Background: an optimization exercise with open tools, aiming at small area, a short achievable clock period and few clock cycles per item. Do not read the settings as production practice. Function was checked by simulation only, so behaviour that the tests miss may differ from the original.

==> flow/design.v (outline; a module is shown in full before it is edited, if it fits) <==
// module dec_quant: 56 lines
// module dec_radd: 18 lines
// module dec_radd3: 21 lines
// module dec_mcmp: 523 lines
// module dec_mcmp_r: 528 lines
// module dec_mul16x8: 191 lines
// module dec_screen: 249 lines
module dec_screen (
    input  wire        clk,
    input  wire        rst,           
    input  wire        cfg_mode3,     
    input  wire [15:0] cfg_vol1,
    input  wire [15:0] cfg_vol2,
    input  wire [15:0] cfg_vol3,
    input  wire [15:0] cfg_vol4,
    input  wire [15:0] cfg_vol5,
    input  wire [15:0] cfg_vol6,
    input  wire [7:0]  cfg_werr,      
    input  wire [7:0]  cfg_w1,        
    input  wire [7:0]  cfg_w2,        
    input  wire        in_valid,
    output wire        in_ready,
    input  wire [15:0] in_cv,         
    input  wire [7:0]  in_gain,       
    input  wire [15:0] in_thr,        
    input  wire [1:0]  in_st,         
    input  wire        in_cr,         
    input  wire        in_sol,        
    input  wire        in_eol,        
    output reg         out_valid,
    input  wire        out_ready,
    output reg  [2:0]  out_level
);
  // ...
==> flow/flow/run.sh <==
#!/bin/bash
# The standard layout, with two changes:
#  - plain buffers (not delay buffers) on the ports;
#  - after the standard synthesis, flow/polarity.py removes inverters around
#    full adders (a full adder with all inputs and outputs inverted is the
#    same cell); every register, port and other cell is kept as synthesised.
set -euo pipefail
knobs=(BUFFER_PORTS_ARGS="-buffer_cell sky130_fd_sc_hd__buf_2")
res=orfs/results/${FLOW_PLATFORM:-sky130hd}/dec_screen/base
bash standard.sh "${knobs[@]}" synth > synth_flow.log 2>&1
cp "$res/1_2_yosys.v" "$res/1_2_yosys_std.v"
python3 flow/polarity.py "$res/1_2_yosys_std.v" "$res/1_2_yosys.v" > polarity.log 2>&1
rm -f "$res/1_synth.odb" "$res/1_synth.sdc"
bash standard.sh "${knobs[@]}" finish > layout_flow.log 2>&1
==> flow/flow/polarity.py <==
#!/usr/bin/env python3
"""Inverter clean-up around full adders in a flat sky130 netlist.

A full adder is self-dual: FA(~a, ~b, ~c) = (~sum, ~cout). Synthesis leaves
many inverters between full adders. This pass may mark full adders as
complemented (inputs and outputs inverted, same cell), choosing the marks
greedily so that fewer signals need an inverter, then rebuilds exactly one
inverter for each signal some load still needs inverted. Every other cell,
every register and every port keeps its name and function.

usage: polarity.py in.v out.v
"""
import re, sys
from collections import defaultdict

src = open(sys.argv[1]).read()
inst_re = re.compile(r'^  (sky130_fd_sc_hd__\w+) +(\S+) +\((.*?)\n  \);\n', re.S | re.M)
pin_re = re.compile(r'\.(\w+)\(([^()]*)\)')

cells = []           # [type, name, [(pin, net)], span]
for m in inst_re.finditer(src):
    pins = [(p, n.strip()) for p, n in pin_re.findall(m.group(3))]
    cells.append([m.group(1), m.group(2), pins, m.span()])

head_end = cells[0][3][0]
header, footer = src[:head_end], src[cells[-1][3][1]:]
ports_out = set()
for m in re.finditer(r'^  output (?:\[(\d+):(\d+)\] )?(\S+);', header, re.M):
    if m.group(1):
        for i in range(int(m.group(2)), int(m.group(1)) + 1):
            ports_out.add(f"{m.group(3)}[{i}]")
    ports_out.add(m.group(3))

OUTP = {'X', 'Y', 'Q', 'Q_N', 'SUM', 'COUT', 'HI', 'LO'}
INV = {'sky130_fd_sc_hd__inv_1', 'sky130_fd_sc_hd__clkinv_1'}
FA = 'sky130_fd_sc_hd__fa_1'

drv = {}
for ci, (t, n, pins, _) in enumerate(cells):
    for p, net in pins:
        if p in OUTP:
            drv[net] = (ci, p)

# inverters that may go: output not a port
isinv = set()
for ci, (t, n, pins, _) in enumerate(cells):
    if t in INV:
        d = dict(pins)
        if d['Y'] not in ports_out and d['Y'] != d['A']:
            isinv.add(ci)

def base(net):
    """(base net, parity) through removable inverters."""
    par = 0
    seen = 0
    while net in drv and drv[net][0] in isinv and seen < 64:
        net = dict(cells[drv[net][0]][2])['A']
        par ^= 1
        seen += 1
    return net, par

# loads: list of (ci, pin_index, base, parity)
loads = defaultdict(list)
for ci, (t, n, pins, _) in enumerate(cells):
    if ci in isinv:
        continue
    for k, (p, net) in enumerate(pins):
        if p in OUTP or p == 'CLK':
            continue
        b, par = base(net)
        loads[b].append((ci, k, par))
for pnet in ports_out:
    if pnet in drv:
        b, par = base(pnet)
        loads[b].append((-1, 0, par))      # the port itself: keeps its net

flip = defaultdict(int)
def drv_flip(b):
    d = drv.get(b)
    return flip[d[0]] if d and cells[d[0]][0] == FA else 0

def needs_inv(b):
    h = drv_flip(b)
    for ci, k, par in loads[b]:
        need = par ^ (flip[ci] if ci >= 0 and cells[ci][0] == FA else 0)
        if need != h:
            return 1
    return 0

fa_bases = defaultdict(set)           # fa -> bases touched by flipping it
for b, ls in loads.items():
    for ci, k, par in ls:
        if ci >= 0 and cells[ci][0] == FA:
            fa_bases[ci].add(b)
for ci, (t, n, pins, _) in enumerate(cells):
    if t == FA:
        for p, net in pins:
            if p in ('SUM', 'COUT'):
                fa_bases[ci].add(net)

fas = [ci for ci, c in enumerate(cells) if c[0] == FA]
# a full adder that drives a port directly keeps its polarity
fixed = set()
for ci in fas:
    for p, net in cells[ci][2]:
        if p in ('SUM', 'COUT') and net in ports_out:
            fixed.add(ci)
fas = [ci for ci in fas if ci not in fixed]

import random
rng = random.Random(1)
touched = set()
for ci in fas:
    touched |= fa_bases[ci]
def total():
    return sum(needs_inv(b) for b in touched)
PT = 0.3
best = total()
best_flip = dict(flip)
for sweep in range(400):
    order = list(fas)
    rng.shuffle(order)
    for ci in order:
        bs = fa_bases[ci]
        before = sum(needs_inv(b) for b in bs)
        flip[ci] ^= 1
        after = sum(needs_inv(b) for b in bs)
        if after < before or (after == before and rng.random() < PT) or (after == before + 1 and rng.random() < 0.02 * (1 - sweep / 400)):
            continue
        flip[ci] ^= 1
    cur = total()
    if cur < best:
        best = cur
        best_flip = dict(flip)
flip = defaultdict(int, best_flip)

def esc(net):
    return net + " " if net.startswith("\\") else net

# rebuild
newinv = {}
def inv_net(b):
    if b not in newinv:
        newinv[b] = f"pol_inv_{len(newinv)}"
    return newinv[b]

conn = {}
for b, ls in loads.items():
    h = drv_flip(b)
    for ci, k, par in ls:
        if ci < 0:
            continue
        need = par ^ (flip[ci] if cells[ci][0] == FA else 0)
        conn[(ci, k)] = b if need == h else inv_net(b)
for pnet in ports_out:
    if pnet in drv:
        b, par = base(pnet)
        h = drv_flip(b)
        if (par != h) and pnet != b:
            pass  # handled below: the port net must carry its own value

out = [header]
wires = [f"  wire {w};\n" for w in newinv.values()]
out.append("".join(wires))
removed = 0
for ci, (t, n, pins, span) in enumerate(cells):
    if ci in isinv:
        # keep an inverter that drives a port-facing net used as is
        removed += 1
        continue
    ps = []
    for k, (p, net) in enumerate(pins):
        if (ci, k) in conn:
            net = conn[(ci, k)]
        ps.append(f"    .{p}({esc(net)})")
    out.append(f"  {t} {n} (\n" + ",\n".join(ps) + "\n  );\n")
for i, (b, w) in enumerate(newinv.items()):
    out.append(f"  sky130_fd_sc_hd__inv_1 pol_u{i} (\n    .A({esc(b)}),\n    .Y({w})\n  );\n")
out.append(footer)
open(sys.argv[2], "w").write("".join(out))
nflip = sum(flip[ci] for ci in fas)
print(f"polarity: {len(fas)} full adders, {nflip} complemented; "
      f"{removed} inverters out, {len(newinv)} in", file=sys.stderr)
==> flow/standard.sh <==
#!/bin/bash
# synth_recipe.tcl (not shown) runs the flow's synth.tcl, then flattens the netlist and writes it again
# the make line also repeats each setting of config.mk as NAME=value (left out here)
make -C /OpenROAD-flow-scripts/flow DESIGN_CONFIG=/design/flow/config.mk WORK_HOME=/design/flow/orfs CLKGATE_MAP_FILE= SYNTH_SCRIPT=/design/flow/synth_recipe.tcl "${@:-finish}"
==> flow/config.mk <==
export PLATFORM = sky130hd
export DESIGN_NAME = dec_screen
export DESIGN_NICKNAME = dec_screen
export VERILOG_FILES = /design/flow/design.v
export SDC_FILE = /design/flow/constraint.sdc
export NUM_CORES = 4
export LEC_CHECK = 0
export ABC_AREA = 1
export CAP_MARGIN = 20
export CORE_MARGIN = 2
export CORE_UTILIZATION = 65
export PLACE_DENSITY = 0.75
export SETUP_SLACK_MARGIN = 2
export SLEW_MARGIN = 20
==> flow/constraint.sdc <==
create_clock -name core_clock -period 100.0 [get_ports {clk}]
set_input_delay 20.0000 -clock core_clock [delete_from_list [all_inputs] [get_ports {clk}]]
set_output_delay 20.0000 -clock core_clock [all_outputs]
set_load 0.01 [all_outputs]
==> impl_summary.log, run 1 <==
[metrics] run status: no timing/DRC/antenna violations
[metrics] Port Buffer Count: between 150 and 200
[metrics] classification of the worst-slack hold path: register to register
[metrics] net count of the mapped netlist: just under 8k
[metrics] clock transition time at the flip-flop clock pins of the worst setup and hold paths: about 0.060 ns
[metrics] Initial Util: between 60% and 70%
[metrics] sinks on the clock net: about 450
[metrics] Area growth, synth to finish: 7.12%
[metrics] transition time at the pin with the least slew margin: 1.15 ns
[metrics] Worst Setup Slack post-DPL: ~80 ns
[metrics] highest metal layer used by the detailed router: met4
[metrics] met1 layer wirelength in the final routing: 67000 microns
[metrics] routing usage on met2: between 60 and 70%
[metrics] nature of the critical path endpoint: output port
[metrics] Layout Nets: between 7k and 8k
[metrics] routability cong.: about 1.0
[metrics] GR Overflow Total: 0
[metrics] area-dominant cell class after layout: multi-input gates
[metrics] clock latency on the worst-skew pair: about 0.7 ns
[metrics] setup repair after global routing missed its margin: false
[metrics] launch instance of the worst min-delay path: w_thr[2][7]$_DFFE_PN_
[metrics] vias after detailed routing: ~46k
[metrics] Most Crowded Layer GR: met2
Testbench counts, summed over its fixed seeds: cycles 31,525, items 31,469.
==> run 2: changes to the inputs <==
--- a/flow/config.mk
+++ b/flow/config.mk
@@ -9,6 +9,8 @@
 export CAP_MARGIN = 20
 export CORE_MARGIN = 2
 export CORE_UTILIZATION = 65
+export CTS_CLUSTER_DIAMETER = 120
+export CTS_CLUSTER_SIZE = 24
 export PLACE_DENSITY = 0.75
 export SETUP_SLACK_MARGIN = 2
 export SLEW_MARGIN = 20
==> run 2 against run 1 <==
Register-to-register slack gained 0.05 ns. Synthesized cell count did not move. Flip-flop and latch count unchanged. Still clean on timing, DRC and antenna.
==> impl_summary.log, run 2 <==
[metrics] launch point of the worst path: out_level[0]$_DFFE_PN_
[metrics] met3 routed wirelength: 20700 microns
[metrics] maximum number of buffers from clock root to sink: 3
[metrics] initial detailed-routing violation count: ~4.9k
[metrics] Layout Nets: 7837 (-0.29%)
[metrics] Port Buffer Count: 174 (unchanged)
[metrics] WL met2: between 70000 and 80000 microns
[metrics] worst path arrival time: between 1 and 1.5 ns
[metrics] run status: no timing/DRC/antenna violations
[metrics] global-route wire length before repair: about 260000 microns
[metrics] Num CTS Buffers: 28
[metrics] post-route fraction of the period consumed by the critical path: a little over a fifth
[metrics] number of warnings printed during yosys synthesis: 8
[metrics] Diodes inserted: 0
[metrics] die span in x: between 200 and 300 microns
[metrics] leading registers by flop count: w_thr: 48 flops, w_yl: 36 flops, w_s2: 32 flops
[metrics] Area growth, synth to finish: 5.81%
[metrics] data required time of the critical path: 80.00 ns
[metrics] setup repair after global routing missed its margin: false
[metrics] sinks on the clock net: 451 (unchanged)
[metrics] CP Capture Point: out_level[0]
[metrics] highest metal layer used by the detailed router: met4
[metrics] DRC Markers: 0
[metrics] max-capacitance violation count: 0
[metrics] average size of a mapped cell: 8.84 sq um
[metrics] total number of H-tree levels: 1
[metrics] CTS tree: built
[metrics] vias after detailed routing: 45.1k (-0.96%)
[metrics] clock latency on the worst-skew pair: 0.69 ns (about the same)
[metrics] Mapped Cells: just over 6k
[metrics] critical path fanouts, max: 1
[metrics] root buffer cell: sky130_fd_sc_hd__clkbuf_16
[metrics] worst setup path class: register to output port
[metrics] number of placed I/O pins: about 180
[metrics] clock transition time at the flip-flop clock pins of the worst setup and hold paths: 0.10 ns (+0.04 ns)
[metrics] remaining antenna violation count: 0
[metrics] Max stage delay on crit path: about 0.36 ns
[metrics] Worst Path Buf+Inv: 1
[metrics] nature of the critical path endpoint: output port
[metrics] met1 layer wirelength in the final routing: 66000 microns (-1.4%)
[metrics] HPWL reported at the end of detailed placement: 136000 microns
[metrics] share of layout cells above drive strength 1: ~6.3%
[metrics] number of failing setup endpoints in the final timing report: 0
[metrics] critical register-to-register path startpoint: a_rs$_DFF_P_
[metrics] Total Die Area: about 87000 sq um
[metrics] die extent in y: 295 microns
[metrics] register ranked first by flip-flop count: w_thr
[metrics] number of antenna violations at the first check in global routing: 0
[metrics] CORE AREA: about 84000 sq um
[metrics] quantity of hold-fixing buffers added after cts: 0
[metrics] Reg2Reg Setup Slack: ~81 ns
[metrics] number of gates resized after CTS: 0
[metrics] commonest non-fill, non-tap cell in the layout: sky130_fd_sc_hd__nand2_1
[metrics] transition time at the pin with the least slew margin: 1.18 ns (+0.0224 ns)
[metrics] number of cells on the critical path: 1
[metrics] final-layout setup total negative slack: 0 ns
[metrics] maximum clock rate: approximately 47 MHz
[metrics] most frequent cells in the layout: sky130_fd_sc_hd__nand2_1 (1150), sky130_fd_sc_hd__inv_1 (1020), sky130_fd_sc_hd__fa_1 (957)
[metrics] vias per cell: 6.05
[metrics] Max Clock Skew: between 0.04 and 0.05 ns
[metrics] post-route setup slack: between 70 and 80 ns
[metrics] final number of hold-violating endpoints: 0
[metrics] classification of the worst-slack hold path: register to register
[metrics] Slew Limit Fails: 0
[metrics] total standard cell area after synthesis: roughly 55000 sq um
[metrics] GR Overflow Total: 0 (unchanged)
[metrics] remaining max-slew budget at the tightest pin: around 22%
[metrics] number of cell instances on the worst register-to-register path: 70
[metrics] Final Critical Period: about 21 ns
[metrics] GRT Util Overall: around 40%
[metrics] maximum number of pins on one net before global-route repair: 65
[metrics] sum of routed wire length over all layers: roughly 170000 microns
[metrics] Crit Reg-Reg Endpoint: e_reg[0]$_SDFFCE_PP0P_
[metrics] net count of the mapped netlist: 7753 (unchanged)
[metrics] crit path max-delay cell type: sky130_fd_sc_hd__edfxtp_1
[metrics] first drt pass iteration count: 8
[metrics] gate family responsible for the most delay along the worst path: flip-flops
[metrics] total setup buffers inserted after CTS: 0
[metrics] flip-flop count of the largest register, all copies and words added: 48
[metrics] category of the worst setup path launch point: register
[metrics] Initial Util: 65.6% (unchanged)
[metrics] Routed WL per cell: 22.8 microns
[metrics] worst-path cell chain: buf_2
[metrics] row cnt: 106
[metrics] Worst Setup Slack post-DPL: 78.86 ns (unchanged)
[metrics] routability cong.: 1.03 (unchanged)
[metrics] vias in the first global route: about 45k
-- run 2: worst min-delay path by stage --
stage / startpoint / end / slack, ns / depth (start not counted)
global route: i_thr[9]$_DFF_P_ / a_thr[9]$_DFF_P_ / 0.34 / 0
detailed placement: i_thr[8]$_DFF_P_ / a_thr[8]$_DFF_P_ / 0.31 / 0
CTS: i_thr[9]$_DFF_P_ / a_thr[9]$_DFF_P_ / 0.33 / 0
global placement: i_thr[13]$_DFF_P_ / a_thr[13]$_DFF_P_ / 0.31 / 0
floorplan: i_eol$_DFF_P_ / a_eol$_DFF_P_ / 0.31 / 0
finish: i_thr[9]$_DFF_P_ / a_thr[9]$_DFF_P_ / 0.33 / 0
-- run 2: final cells by class --
cell class / count / area, sq um
clock buffer: 39 / 752
fill: 6735 / 25600
inverter: 1028 / 3860
tap: 1134 / 1420
timing repair buffer: 260 / 1520
sequential: 451 / 10900
clock inverter: 13 / 223
multi-input combinational: 4521 / 39400
-- run 2: layer usage --
metal  track usage, %  up-vias
met5                0        -
met2             60.4     2866
li1                 -    19700
met3             9.67      589
met1             55.3    21900
met4             18.0        0
-- run 2: stage by stage --
stage | std cells | area, sq um | utilization, % | hold slack, ns
floorplan | 6206 | 54900 | - | 0.310
global placement | 7394 | 57100 | 68.2 | 0.310
detailed placement | 7394 | 57100 | 68.2 | 0.312
CTS | 7446 | 58100 | 69.4 | 0.330
global route | 7446 | 58100 | 69.4 | 0.339
finish | 7446 | 58100 | 69.4 | 0.325
==> run 3: changes to the inputs <==
--- a/flow/config.mk
+++ b/flow/config.mk
@@ -9,8 +9,8 @@
 export CAP_MARGIN = 20
 export CORE_MARGIN = 2
 export CORE_UTILIZATION = 65
-export CTS_CLUSTER_DIAMETER = 120
-export CTS_CLUSTER_SIZE = 24
+export CTS_CLUSTER_DIAMETER = 130
+export CTS_CLUSTER_SIZE = 32
 export PLACE_DENSITY = 0.75
 export SETUP_SLACK_MARGIN = 2
 export SLEW_MARGIN = 20
==> run 3 against run 2 <==
Still clean. Area after synthesis stayed put. Clock-buffer cell count is 11 lower. Critical path depth stayed put. Flip-flop and latch count stayed put. Via count hardly changed. Final cell count is 0.15% lower. Critical path type unchanged.
==> impl_summary.log, run 3 <==
[metrics] Num CTS Buffers: 22 (-21%)
[metrics] combined area of the multi-input logic cells: 39400 sq um (about the same)
[metrics] register area: 10900 sq um (unchanged)
[metrics] met1 layer wirelength in the final routing: 66300 microns (+0.42%)
[metrics] remaining max-slew budget at the tightest pin: 23.7% (+2.1 points)
[metrics] classification of the worst-slack hold path: register to register
[metrics] met3 routed wirelength: 20200 microns (-2.7%)
[metrics] remaining antenna violation count: 0 (unchanged)
[metrics] commonest non-fill, non-tap cell in the layout: sky130_fd_sc_hd__nand2_1
[metrics] number of failing setup endpoints in the final timing report: 0 (unchanged)
[metrics] Total Die Area: 86800 sq um (unchanged)
[metrics] critical register-to-register path startpoint: a_rs$_DFF_P_
[metrics] Mapped Cells: 6206 (unchanged)
[metrics] share of layout cells above drive strength 1: 6.25% (-0.083 points)
[metrics] crit path max-delay cell type: sky130_fd_sc_hd__edfxtp_1
[metrics] initial detailed-routing violation count: 4722 (-4.5%)
[metrics] GRT Util Overall: 40.1% (+0.11 points)
[metrics] first drt pass iteration count: 5 (-3)
[metrics] total standard cell area after synthesis: 54900 sq um (unchanged)
[metrics] highest metal layer used by the detailed router: met4
[metrics] number of warnings printed during yosys synthesis: 8 (unchanged)
[metrics] clock transition time at the flip-flop clock pins of the worst setup and hold paths: 0.11 ns (about the same)
[metrics] setup repair after global routing missed its margin: false
[metrics] Port Buffer Count: 174 (unchanged)
[metrics] gate family responsible for the most delay along the worst path: flip-flops
[metrics] number of cell instances on the worst register-to-register path: 70 (unchanged)
[metrics] Routed WL per cell: 22.9 microns (+0.33%)
[metrics] Area growth, synth to finish: 5.49%
[metrics] flip-flop count of the largest register, all copies and words added: 48 (unchanged)
[metrics] die span in x: 295 microns (unchanged)
[metrics] WL met2: 73600 microns (about the same)
[metrics] vias per cell: 6.07 (+0.22%)
[metrics] maximum clock rate: 47.3 MHz (+0.12%)
[metrics] CP Capture Point: out_level[1]
[metrics] post-route fraction of the period consumed by the critical path: 21.2% (-0.025 points)
[metrics] DRC Markers: 0 (unchanged)
[metrics] clock latency on the worst-skew pair: 0.65 ns (-0.04 ns)
[metrics] Filler Cell Count: 6751 (+0.24%)
[metrics] nature of the critical path endpoint: output port
[metrics] vias in the first global route: 45.5k (+0.25%)
[metrics] global-route wire length before repair: 262000 microns (+0.19%)
[metrics] critical path fanouts, max: 1 (unchanged)
[metrics] Layout Nets: 7831 (-0.077%)
[metrics] number of gates resized after CTS: 0 (unchanged)
[metrics] post-route setup slack: 78.84 ns (+0.0254 ns)
[metrics] sum of routed wire length over all layers: 170000 microns (+0.19%)
[metrics] number of cells on the critical path: 1 (unchanged)
[metrics] launch point of the worst path: out_level[1]$_DFFE_PN_
[metrics] register ranked first by flip-flop count: w_thr
[metrics] average size of a mapped cell: 8.84 sq um (unchanged)
[metrics] GR Overflow Total: 0 (unchanged)
[metrics] Slew Limit Fails: 0 (unchanged)
[metrics] final-layout setup total negative slack: 0 ns (unchanged)
[metrics] CORE AREA: 83700 sq um (unchanged)
[metrics] Max Clock Skew: 0.0362 ns (-0.0134 ns)
[metrics] run status: no timing/DRC/antenna violations
[metrics] Initial Util: 65.6% (unchanged)
[metrics] Final Critical Period: 21.16 ns (-0.0254 ns)
[metrics] max-capacitance violation count: 0 (unchanged)
[metrics] vias after detailed routing: 45.1k (+0.071%)
[metrics] most frequent cells in the layout: sky130_fd_sc_hd__nand2_1 (1150), sky130_fd_sc_hd__inv_1 (1020), sky130_fd_sc_hd__fa_1 (957)
[metrics] quantity of hold-fixing buffers added after cts: 0 (unchanged)
[metrics] number of antenna violations at the first check in global routing: 1 (+1)
[metrics] total setup buffers inserted after CTS: 0 (unchanged)
[metrics] Crit Reg-Reg Endpoint: e_reg[2]$_SDFFCE_PP0P_
[metrics] number of placed I/O pins: 175 (unchanged)
[metrics] transition time at the pin with the least slew margin: 1.14 ns (-0.0324 ns)
[metrics] Worst Setup Slack post-DPL: 78.86 ns (unchanged)
[metrics] maximum number of buffers from clock root to sink: 3 (unchanged)
[metrics] HPWL reported at the end of detailed placement: 136000 microns (unchanged)
[metrics] total number of H-tree levels: 1 (unchanged)
[metrics] Worst Path Buf+Inv: 1 (unchanged)
[metrics] routability cong.: 1.03 (unchanged)
[metrics] Max stage delay on crit path: 0.38 ns (+0.02 ns)
[metrics] row cnt: 106 (unchanged)
[metrics] worst path arrival time: 1.16 ns (-0.02 ns)
[metrics] maximum number of pins on one net before global-route repair: 65 (unchanged)
[metrics] leading registers by flop count: w_thr: 48 flops, w_yl: 36 flops, w_s2: 32 flops
[metrics] CTS tree: built
[metrics] final number of hold-violating endpoints: 0 (unchanged)
[metrics] root buffer cell: sky130_fd_sc_hd__clkbuf_16
[metrics] die extent in y: 295 microns (unchanged)
[metrics] worst-path cell chain: buf_2
[metrics] data required time of the critical path: 80.00 ns (about the same)
[metrics] Reg2Reg Setup Slack: 81.10 ns (+0.07 ns)
[metrics] sinks on the clock net: 451 (unchanged)
[metrics] category of the worst setup path launch point: register
[metrics] net count of the mapped netlist: 7753 (unchanged)
[metrics] worst setup path class: register to output port
run 3: cell type report:
cell class / instances / area share, %
clock buffer: 28 / 0.992
antenna: 1 / 0.00432
tap: 1134 / 2.45
timing repair buffer: 260 / 2.62
clock inverter: 12 / 0.383
sequential: 451 / 18.8
multi-input combinational: 4521 / 68.1
inverter: 1028 / 6.67
run 3: metal layers:
layer	global-route usage (%)	vias to the layer above
li1	-	19700
met1	55.3	22000
met2	60.7	2822
met3	9.39	572
met4	18.7	0
met5	0	-
run 3: through the flow:
step                cell area (sq um)  utilization (%)  std cells  hold slack (ns)
floorplan                       54900                -       6206            0.310
global placement                57100             68.2       7394            0.310
detailed placement              57100             68.2       7394            0.312
CTS                             57900             69.2       7434            0.339
global route                    57900             69.2       7434            0.344
finish                          57900             69.2       7435            0.339
run 3: how the worst min path moves through the flow:
stage | from | to | slack (ns) | cells past startpoint
after global placement | i_thr[13]$_DFF_P_ | a_thr[13]$_DFF_P_ | 0.31 | 0
final | i_thr[8]$_DFF_P_ | a_thr[8]$_DFF_P_ | 0.34 | 0
after CTS | i_thr[8]$_DFF_P_ | a_thr[8]$_DFF_P_ | 0.34 | 0
after floorplan | i_eol$_DFF_P_ | a_eol$_DFF_P_ | 0.31 | 0
after global routing | i_eol$_DFF_P_ | a_eol$_DFF_P_ | 0.34 | 0
after detailed placement | i_thr[8]$_DFF_P_ | a_thr[8]$_DFF_P_ | 0.31 | 0

==> re-timing with driven ports <==
The results above use ideal ports. As a check the final layouts listed here were re-extracted and re-timed, cells and wires unchanged. Step 1 assumes that a clkbuf_16 drives the clock port and a buf_2 every other input. Step 2 adds t to the input delays and takes it off the output delays; t is the mean of the earliest and latest rising clock arrival at the registers after step 1. Input paths then give back, and output paths get back, about the clock's delay inside the block. a / b / c = no drivers / after step 1 / after step 2; a / b = the first two.
run | t (ns) | setup WS [ns] | worst slew at a driven data input, ns | cell pins on the clock port's net
run 1 | 0.723 | 78.849 / 78.777 / 78.728 | 0.04 | 1
run 2 | 0.732 | 78.815 / 78.745 / 78.790 | 0.04 | 1
run 3 | 0.707 | 78.841 / 78.770 / 78.773 | 0.04 | 1
After both steps every run listed still meets setup and hold. The setup slack of run 1, which loses most, moves by -0.072 ns with the drivers and by -0.121 ns with both steps.
